Source: an optimization exercise on an open RTL-to-GDS flow (aim: small area, a short achievable clock period and few clock cycles per item). Production flows keep margins and buffers that such runs may drop. In this exercise RTL edits were held to simulation tests only and were not proved equivalent to the original.

**design.v**
```verilog
module aes_sbox (
    input  wire [7:0] a,
    output wire [7:0] y
);
    function [3:0] mul4(input [3:0] p, input [3:0] q);
        reg [6:0] r;
        begin
            r = ({7{q[0]}} & {3'b0, p}) ^ ({7{q[1]}} & {2'b0, p, 1'b0}) ^
                ({7{q[2]}} & {1'b0, p, 2'b0}) ^ ({7{q[3]}} & {p, 3'b0});
            if (r[6]) r = r ^ 7'b1001100;
            if (r[5]) r = r ^ 7'b0100110;
            if (r[4]) r = r ^ 7'b0010011;
            mul4 = r[3:0];
        end
    endfunction
    function [3:0] inv4(input [3:0] p);
        case (p)
            4'd0: inv4 = 4'd0;
            4'd1: inv4 = 4'd1;
            4'd2: inv4 = 4'd9;
            4'd3: inv4 = 4'd14;
            4'd4: inv4 = 4'd13;
            4'd5: inv4 = 4'd11;
            4'd6: inv4 = 4'd7;
            4'd7: inv4 = 4'd6;
            4'd8: inv4 = 4'd15;
            4'd9: inv4 = 4'd2;
            4'd10: inv4 = 4'd12;
            4'd11: inv4 = 4'd5;
            4'd12: inv4 = 4'd10;
            4'd13: inv4 = 4'd4;
            4'd14: inv4 = 4'd3;
            4'd15: inv4 = 4'd8;
            default: inv4 = 4'd0;
        endcase
    endfunction
    wire [7:0] t;
    assign t[0] = a[0] ^ a[5] ^ a[7];
    assign t[1] = a[2];
    assign t[2] = a[2] ^ a[3] ^ a[4] ^ a[5] ^ a[6] ^ a[7];
    assign t[3] = a[3] ^ a[4];
    assign t[4] = a[4] ^ a[5] ^ a[6];
    assign t[5] = a[1] ^ a[4] ^ a[6] ^ a[7];
    assign t[6] = a[2] ^ a[3] ^ a[5] ^ a[7];
    assign t[7] = a[5] ^ a[7];
    wire [3:0] ah = t[7:4];
    wire [3:0] al = t[3:0];
    wire [3:0] d  = mul4(mul4(ah, ah), 4'd8) ^ mul4(ah, al) ^ mul4(al, al);
    wire [3:0] di = inv4(d);
    wire [7:0] v  = {mul4(ah, di), mul4(ah ^ al, di)};
    assign y[0] = v[0] ^ v[2] ^ v[6] ^ 1'b1;
    assign y[1] = v[0] ^ v[1] ^ v[2] ^ v[3] ^ v[4] ^ v[5] ^ 1'b1;
    assign y[2] = v[0] ^ v[3] ^ v[5] ^ v[6];
    assign y[3] = v[0] ^ v[2] ^ v[5];
    assign y[4] = v[0] ^ v[1] ^ v[3] ^ v[4] ^ v[5];
    assign y[5] = v[1] ^ v[2] ^ v[3] ^ v[5] ^ v[6] ^ v[7] ^ 1'b1;
    assign y[6] = v[4] ^ v[6] ^ v[7] ^ 1'b1;
    assign y[7] = v[1] ^ v[2];
endmodule
module aes_round (
    input  wire [127:0] st_in,
    input  wire [127:0] rkey,
    input  wire         final_round,
    output wire [127:0] st_out
);
    wire [127:0] sb;
    wire [127:0] sr;
    wire [127:0] mc;
    genvar i;
    generate
        for (i = 0; i < 16; i = i + 1) begin : g_sub
            aes_sbox u_sbox (.a(st_in[127-8*i -: 8]), .y(sb[127-8*i -: 8]));
        end
    endgenerate
    generate
        for (i = 0; i < 16; i = i + 1) begin : g_shift
            localparam integer R = i % 4;
            localparam integer C = i / 4;
            localparam integer SRC = 4 * ((C + R) % 4) + R;
            assign sr[127-8*i -: 8] = sb[127-8*SRC -: 8];
        end
    endgenerate
    generate
        for (i = 0; i < 4; i = i + 1) begin : g_mix
            wire [7:0] a0 = sr[127-32*i -: 8];
            wire [7:0] a1 = sr[119-32*i -: 8];
            wire [7:0] a2 = sr[111-32*i -: 8];
            wire [7:0] a3 = sr[103-32*i -: 8];
            wire [7:0] t  = a0 ^ a1 ^ a2 ^ a3;
            wire [7:0] d01 = a0 ^ a1;
            wire [7:0] d12 = a1 ^ a2;
            wire [7:0] d23 = a2 ^ a3;
            wire [7:0] d30 = a3 ^ a0;
            wire [7:0] x01 = {d01[6:0], 1'b0} ^ (d01[7] ? 8'h1b : 8'h00);
            wire [7:0] x12 = {d12[6:0], 1'b0} ^ (d12[7] ? 8'h1b : 8'h00);
            wire [7:0] x23 = {d23[6:0], 1'b0} ^ (d23[7] ? 8'h1b : 8'h00);
            wire [7:0] x30 = {d30[6:0], 1'b0} ^ (d30[7] ? 8'h1b : 8'h00);
            assign mc[127-32*i -: 32] = {a0 ^ t ^ x01, a1 ^ t ^ x12,
                                         a2 ^ t ^ x23, a3 ^ t ^ x30};
        end
    endgenerate
    assign st_out = (final_round ? sr : mc) ^ rkey;
endmodule
module aes_key_step (
    input  wire [127:0] rk_in,
    input  wire [7:0]   rcon,
    output wire [127:0] rk_out
);
    wire [31:0] w0 = rk_in[127:96];
    wire [31:0] w1 = rk_in[95:64];
    wire [31:0] w2 = rk_in[63:32];
    wire [31:0] w3 = rk_in[31:0];
    wire [31:0] rot = {w3[23:0], w3[31:24]};
    wire [31:0] sub;
    genvar i;
    generate
        for (i = 0; i < 4; i = i + 1) begin : g_sub
            aes_sbox u_sbox (.a(rot[31-8*i -: 8]), .y(sub[31-8*i -: 8]));
        end
    endgenerate
    wire [31:0] n0 = w0 ^ sub ^ {rcon, 24'h0};
    wire [31:0] n1 = w1 ^ n0;
    wire [31:0] n2 = w2 ^ n1;
    wire [31:0] n3 = w3 ^ n2;
    assign rk_out = {n0, n1, n2, n3};
endmodule
module pkt_mac (
    input  wire         clk,
    input  wire         rst,         
    input  wire         in_valid,
    output wire         in_ready,
    input  wire [127:0] in_data,     
    input  wire         in_first,    
    input  wire         in_last,     
    input  wire [4:0]   in_nbytes,   
    input  wire [127:0] in_key,
    output reg          out_valid,
    output reg  [63:0]  out_mac
);
    localparam [1:0] S_IDLE = 2'd0;   
    localparam [1:0] S_LGEN = 2'd1;   
    localparam [1:0] S_LOAD = 2'd2;   
    localparam [1:0] S_RUN  = 2'd3;   
    reg [1:0]   state;
    reg [3:0]   rnd;         
    reg [7:0]   rcon;        
    reg [127:0] key_r;       
    reg [127:0] rk;          
    reg [127:0] st;          
    reg [127:0] l_r;         
    reg [127:0] blk;         
    reg         blk_first;
    reg         blk_last;
    reg [4:0]   blk_nbytes;
    assign in_ready = (state == S_IDLE);
    wire fire = in_valid && in_ready;
    wire [127:0] rk_next;
    wire [127:0] st_next;
    wire         final_round = (rnd == 4'd10);
    aes_key_step u_key (.rk_in(rk), .rcon(rcon), .rk_out(rk_next));
    aes_round    u_round (.st_in(st), .rkey(rk_next), .final_round(final_round),
                          .st_out(st_next));
    wire [127:0] k1 = {l_r[126:0], 1'b0} ^ (l_r[127] ? 128'h87 : 128'h0);
    wire [127:0] k2 = {k1[126:0], 1'b0} ^ (k1[127] ? 128'h87 : 128'h0);
    reg [127:0] padded;
    integer b;
    always @(*) begin
        for (b = 0; b < 16; b = b + 1) begin
            if (b < blk_nbytes)
                padded[127-8*b -: 8] = blk[127-8*b -: 8];
            else if (b == blk_nbytes)
                padded[127-8*b -: 8] = 8'h80;
            else
                padded[127-8*b -: 8] = 8'h00;
        end
    end
    wire [127:0] m_in = !blk_last            ? blk :
                        (blk_nbytes == 5'd16) ? (blk ^ k1) :
                                                (padded ^ k2);
    wire [127:0] chain = blk_first ? 128'h0 : st;
    always @(posedge clk) begin
        if (rst) begin
            state     <= S_IDLE;
            out_valid <= 1'b0;
            rnd       <= 4'd0;
            rcon      <= 8'h00;
        end else begin
            out_valid <= 1'b0;
            case (state)
                S_IDLE: begin
                    if (fire) begin
                        blk        <= in_data;
                        blk_first  <= in_first;
                        blk_last   <= in_last;
                        blk_nbytes <= in_nbytes;
                        if (in_first) begin
                            key_r <= in_key;
                            rk    <= in_key;
                            st    <= in_key;    
                            rnd   <= 4'd1;
                            rcon  <= 8'h01;
                            state <= S_LGEN;
                        end else begin
                            state <= S_LOAD;
                        end
                    end
                end
                S_LGEN: begin
                    rk   <= rk_next;
                    st   <= st_next;
                    rnd  <= rnd + 4'd1;
                    rcon <= {rcon[6:0], 1'b0} ^ (rcon[7] ? 8'h1b : 8'h00);
                    if (final_round) begin
                        l_r   <= st_next;
                        state <= S_LOAD;
                    end
                end
                S_LOAD: begin
                    st    <= chain ^ m_in ^ key_r;
                    rk    <= key_r;
                    rnd   <= 4'd1;
                    rcon  <= 8'h01;
                    state <= S_RUN;
                end
                S_RUN: begin
                    rk   <= rk_next;
                    st   <= st_next;
                    rnd  <= rnd + 4'd1;
                    rcon <= {rcon[6:0], 1'b0} ^ (rcon[7] ? 8'h1b : 8'h00);
                    if (final_round) begin
                        state <= S_IDLE;
                        if (blk_last) begin
                            out_valid <= 1'b1;
                            out_mac   <= st_next[127:64];
                        end
                    end
                end
            endcase
        end
    end
endmodule
```
**run.sh**
```bash
#!/bin/bash
# synth_recipe.tcl (not shown) runs the flow's synth.tcl, then flattens the netlist and writes it again
# the make line also repeats each setting of config.mk as NAME=value (left out here)
make -C /OpenROAD-flow-scripts/flow DESIGN_CONFIG=/design/flow/config.mk WORK_HOME=/design/flow/orfs CLKGATE_MAP_FILE= SYNTH_SCRIPT=/design/flow/synth_recipe.tcl finish
```
**constraint.sdc**
```tcl
create_clock -name core_clock -period 9.0 [get_ports {clk}]
set_input_delay 1.8000 -clock core_clock [delete_from_list [all_inputs] [get_ports {clk}]]
set_output_delay 1.8000 -clock core_clock [all_outputs]
set_load 0.01 [all_outputs]
```
**config.mk**
```make
export PLATFORM = sky130hd
export DESIGN_NAME = pkt_mac
export DESIGN_NICKNAME = pkt_mac
export VERILOG_FILES = /design/flow/design.v
export SDC_FILE = /design/flow/constraint.sdc
export NUM_CORES = 4
export LEC_CHECK = 0
export CAP_MARGIN = 20
export CORE_MARGIN = 2
export CORE_UTILIZATION = 30
export PLACE_DENSITY = 0.45
export SLEW_MARGIN = 20
```
==> results.txt <==
The flow ran to the end and the layout has no timing, DRC or antenna violations. Before antenna repair, the detailed router went through 6 iterations. The number of violations reported at the end of detailed-routing iteration 0 was 8002.

The flip-flop and latch count after synthesis works out to 726. The count of nets left with antenna violations once routing finished came out at 0. The die covers 271000 um^2. The congestion estimate from routability-driven global placement came to 0.950. TritonCTS built the clock tree. The aggregate routed wire length was 355 mm.

The later pin in the worst-skew pair is clocked with a latency of 0.74 ns. In this run the cell area measured after placement is 88300 um^2. The critical path required time was 9.48 ns. The final worst clock skew was 0.0316 ns.

The tools report the startpoint of the worst setup timing path as st[119]. The number of nets handed over by synthesis was 8887. From left edge to right edge, the die measures 521 um.

Summed over all failing endpoints, the final setup total negative slack is 0 ns. The part of the cycle the worst path needs works out to 0.954. The count of buffers from port buffering is 331.

The HPWL after detailed placement is 278 mm. The number of enable flip-flop cells after synthesis is 711. Each instance of the synthesized netlist takes up on average 9.55 um^2.

The run gives 129 as the maximum number of pins on one net before global-route repair. The floorplan die height is 521 um, and the post-synthesis async set-or-reset flop share is 0. Clock tree synthesis inserted a total of 90 buffers.

Setup repair after global routing left no endpoint under its margin. The finished layout holds 12200 standard cells, fillers aside. The worst slew slack as a fraction of its limit is 0.163, and the cell count after placement is 12100. Final critical path time including I/O delays and setup: 8.59 ns.

The number of antenna violations at the first check in global routing was 20; the relative area change from synthesis to final layout was 13.9%. For this run, the post-layout net count is 9126. The number of ports placed on the die boundary is 332.

Across the run, the number of max-cap violations was 0. Yosys attributes the largest share of cell area to sky130_fd_sc_hd__edfxtp_1 27%, sky130_fd_sc_hd__xnor2_1 15%, sky130_fd_sc_hd__xnor3_1 7.9%.

In this run the critical register-to-register path is launched from st[119]. The worst path meets setup with 0.410 ns of slack. In this run the most critical hold path is launched from rnd[3]. The most used flip-flop cell after synthesis is sky130_fd_sc_hd__edfxtp_1. The aggregate global routing overflow came out at 0.

Of all cell types, the one taking the most synthesized area is sky130_fd_sc_hd__edfxtp_1. The cell area that synthesis handed to floorplanning was 80200 um^2. The tightest hold path in the finished design has a slack of 0.480 ns. Row generation in the floorplan step produced 189 rows. Hold repair after CTS inserted 0 buffers. The layout cell share with drive strength beyond 1 works out to 0.0848. The H-tree depth reported by CTS is 3.

The number of vias per cell after detailed routing is 5.47, and the arrival time of data at the critical path endpoint is 9.07 ns. The finished cells cover 91400 um^2. The share of synthesized area occupied by flip-flops and latches is 0.270. The tree built by TritonCTS fans out to 726 sinks. The critical path is of the register to register type.

In the routed design, unresolved DRC markers number 0. The clock tree buffer depth is 3. At the pin with the least slew margin, the transition time is 1.25 ns. Clock-pin slew was measured on the worst setup and hold paths at 0.06 ns.

The final number of hold-violating endpoints is 0. The first global-routing pass estimated 494 mm of wire. The tree is rooted in a sky130_fd_sc_hd__clkbuf_16.

Of all nets on the critical path, the largest fanout is 10. Worst slack after detailed placement: 0.485 ns. The all-layer global routing usage was 0.253. Startpoint type of the worst setup path: a register. In this run, distinct cell masters in the synthesized netlist total 120.

Yosys printed 2 warnings. The run gives 266000 um^2 as the total core area. The number of global-route vias before repair was 62500; the post-synthesis cell count was 8400. The maximum clock frequency is 0.116 GHz. The worst setup path is captured at a register. The total count of max-transition violations in the final report was 0. The tools report the setup violation total in the final timing report as 0. For the total vias in the final route, the log shows 67000. Initial standard-cell utilization of the core: 0.302.

Share of Yosys cell area claimed by the top area cell type: 0.266. Dividing the detail-routed wire length by the instance count gives 29.0 um. The min-delay analysis places its worst path in the category register to register.
## path summary, 6_finish.rpt
kind,endpoint,slack (ns),depth (start not counted)
worst min-delay path,rnd[3],0.48,2
worst min register to register,rnd[3],0.48,2
worst max-delay path,st[2],0.41,23
worst max register to register,st[2],0.41,23
## state kept, by name, indices dropped and copies added, names as in the netlist
name,flops
key_r,128
out_valid,1
blk_nbytes,5
st,128
rcon,8
blk,128
out_mac,64
rnd,4
blk_first,1
l_r,128
state,2
blk_last,1
rk,128
## logic make-up after synthesis
group | synth area share
fa+ha+maj | 0.0396
flops | 0.270
mux | 0.0336
buf+inv | 0.0349
xor+xnor | 0.341
simple gates | 0.146
compound gates | 0.135
## what timing repair did
action / in CTS / in global routing
endpoints found under the hold margin: 0 / 0
gates resized for setup: 0 / 1
setup endpoints to repair: 0 / 1
setup buffers: 0 / 0
## through the flow
| stage | util |
|---|---|
| 6_report | 0.344 |
| 3_5_place_dp | 0.333 |
| 4_1_cts | 0.344 |
| 3_3_place_gp | 0.333 |
| 2_1_floorplan | - |
| 5_1_grt | 0.344 |
## cells in the mapped netlist, types with 166 or more instances
| cell | count |
|---|---|
| sky130_fd_sc_hd__inv_1 | 173 |
| sky130_fd_sc_hd__ha_1 | 221 |
| sky130_fd_sc_hd__a21oi_1 | 296 |
| sky130_fd_sc_hd__xnor2_1 | 1395 |
| sky130_fd_sc_hd__o21ai_0 | 379 |
| sky130_fd_sc_hd__nor2_1 | 692 |
| sky130_fd_sc_hd__nand2_1 | 868 |
| sky130_fd_sc_hd__nand2b_1 | 181 |
| sky130_fd_sc_hd__a221oi_1 | 166 |
| sky130_fd_sc_hd__edfxtp_1 | 711 |
| sky130_fd_sc_hd__nand3_1 | 197 |
| sky130_fd_sc_hd__mux2i_1 | 210 |
| sky130_fd_sc_hd__clkbuf_1 | 281 |
| sky130_fd_sc_hd__xnor3_1 | 281 |
| sky130_fd_sc_hd__xor2_1 | 527 |
## worst max-delay path, stage by stage (launching register included)
cell and delay [ns]:
sky130_fd_sc_hd__edfxtp_1 0.65, sky130_fd_sc_hd__xnor2_4 0.39, sky130_fd_sc_hd__clkinv_2 0.23, sky130_fd_sc_hd__xnor3_1 0.47, sky130_fd_sc_hd__inv_1 0.05, sky130_fd_sc_hd__ha_1 0.18, sky130_fd_sc_hd__xnor2_1 0.18, sky130_fd_sc_hd__xnor3_1 0.29
sky130_fd_sc_hd__xnor2_1 0.19, sky130_fd_sc_hd__xor2_1 0.52, sky130_fd_sc_hd__ha_1 0.30, sky130_fd_sc_hd__nor2_1 0.06, sky130_fd_sc_hd__mux2i_1 0.68, sky130_fd_sc_hd__o211ai_1 0.22, sky130_fd_sc_hd__xnor2_1 0.21, sky130_fd_sc_hd__xor3_2 0.53
sky130_fd_sc_hd__xnor3_1 0.38, sky130_fd_sc_hd__xnor2_1 0.74, sky130_fd_sc_hd__xor2_1 0.33, sky130_fd_sc_hd__xnor3_1 0.45, sky130_fd_sc_hd__mux2i_1 0.63, sky130_fd_sc_hd__xnor2_1 0.22, sky130_fd_sc_hd__a221oi_1 0.34, sky130_fd_sc_hd__nor2_1 0.07
## layout make-up
cell class | instances | area (um^2)
diodes | 6 | 15.0
clock buffers | 106 | 2350
clock inverters | 57 | 627
fillers | 26900 | 174000
inverters | 197 | 746
multi-input cells | 7007 | 55900
flip-flops and latches | 726 | 21700
well taps | 3533 | 4420
repair buffers | 617 | 5620
## metal layers
layer | share of wire | global-route usage | wire (um)
met4 | 0.039 | 0.0889 | 13700
met2 | 0.42 | 0.377 | 151000
met1 | 0.45 | 0.366 | 161000
met3 | 0.084 | 0.0435 | 29800
met5 | 0.00014 | 0 | 48
## placed cells by master (no fill, tap or decap), types with 273 or more instances in the layout
| cell type | instances |
|---|---|
| sky130_fd_sc_hd__xnor2_1 | 1388 |
| sky130_fd_sc_hd__xnor3_1 | 281 |
| sky130_fd_sc_hd__nand2_1 | 866 |
| sky130_fd_sc_hd__a21oi_1 | 295 |
| sky130_fd_sc_hd__nor2_1 | 686 |
| sky130_fd_sc_hd__edfxtp_1 | 711 |
| sky130_fd_sc_hd__o21ai_0 | 374 |
| sky130_fd_sc_hd__clkdlybuf4s50_1 | 331 |
| sky130_fd_sc_hd__xor2_1 | 525 |
| sky130_fd_sc_hd__buf_4 | 273 |
Testbench counts, summed over its fixed seeds: cycles 143,540, messages 1,200.

[what the ideal ports hide]
In the flow no input, the clock included, has a driving cell. The finished layout below was timed again as built, in two steps.
Step 1: set_driving_cell puts a clkbuf_16 on clk and a buf_2 on each other input, an assumption about the parent block.
Step 2 moves the port delays by t, midway between the first and last clock arrival at a register: inputs arrive t later, outputs are due t later. That takes back most of the time a late clock gives input paths.
Slacks: ideal / step 1 / step 2; pairs: ideal / step 1.
shift t [ns]: 0.807
setup slack, ns: 0.410 / 0.410 / 0.410
worst register clock-pin slew, ns: 0.08 / 0.08
worst slew at a driven data input, ns: 0.22
After both steps this run still meets setup and hold. The setup slack of this run moves by 0.000 ns with the drivers and by 0.000 ns with both steps.
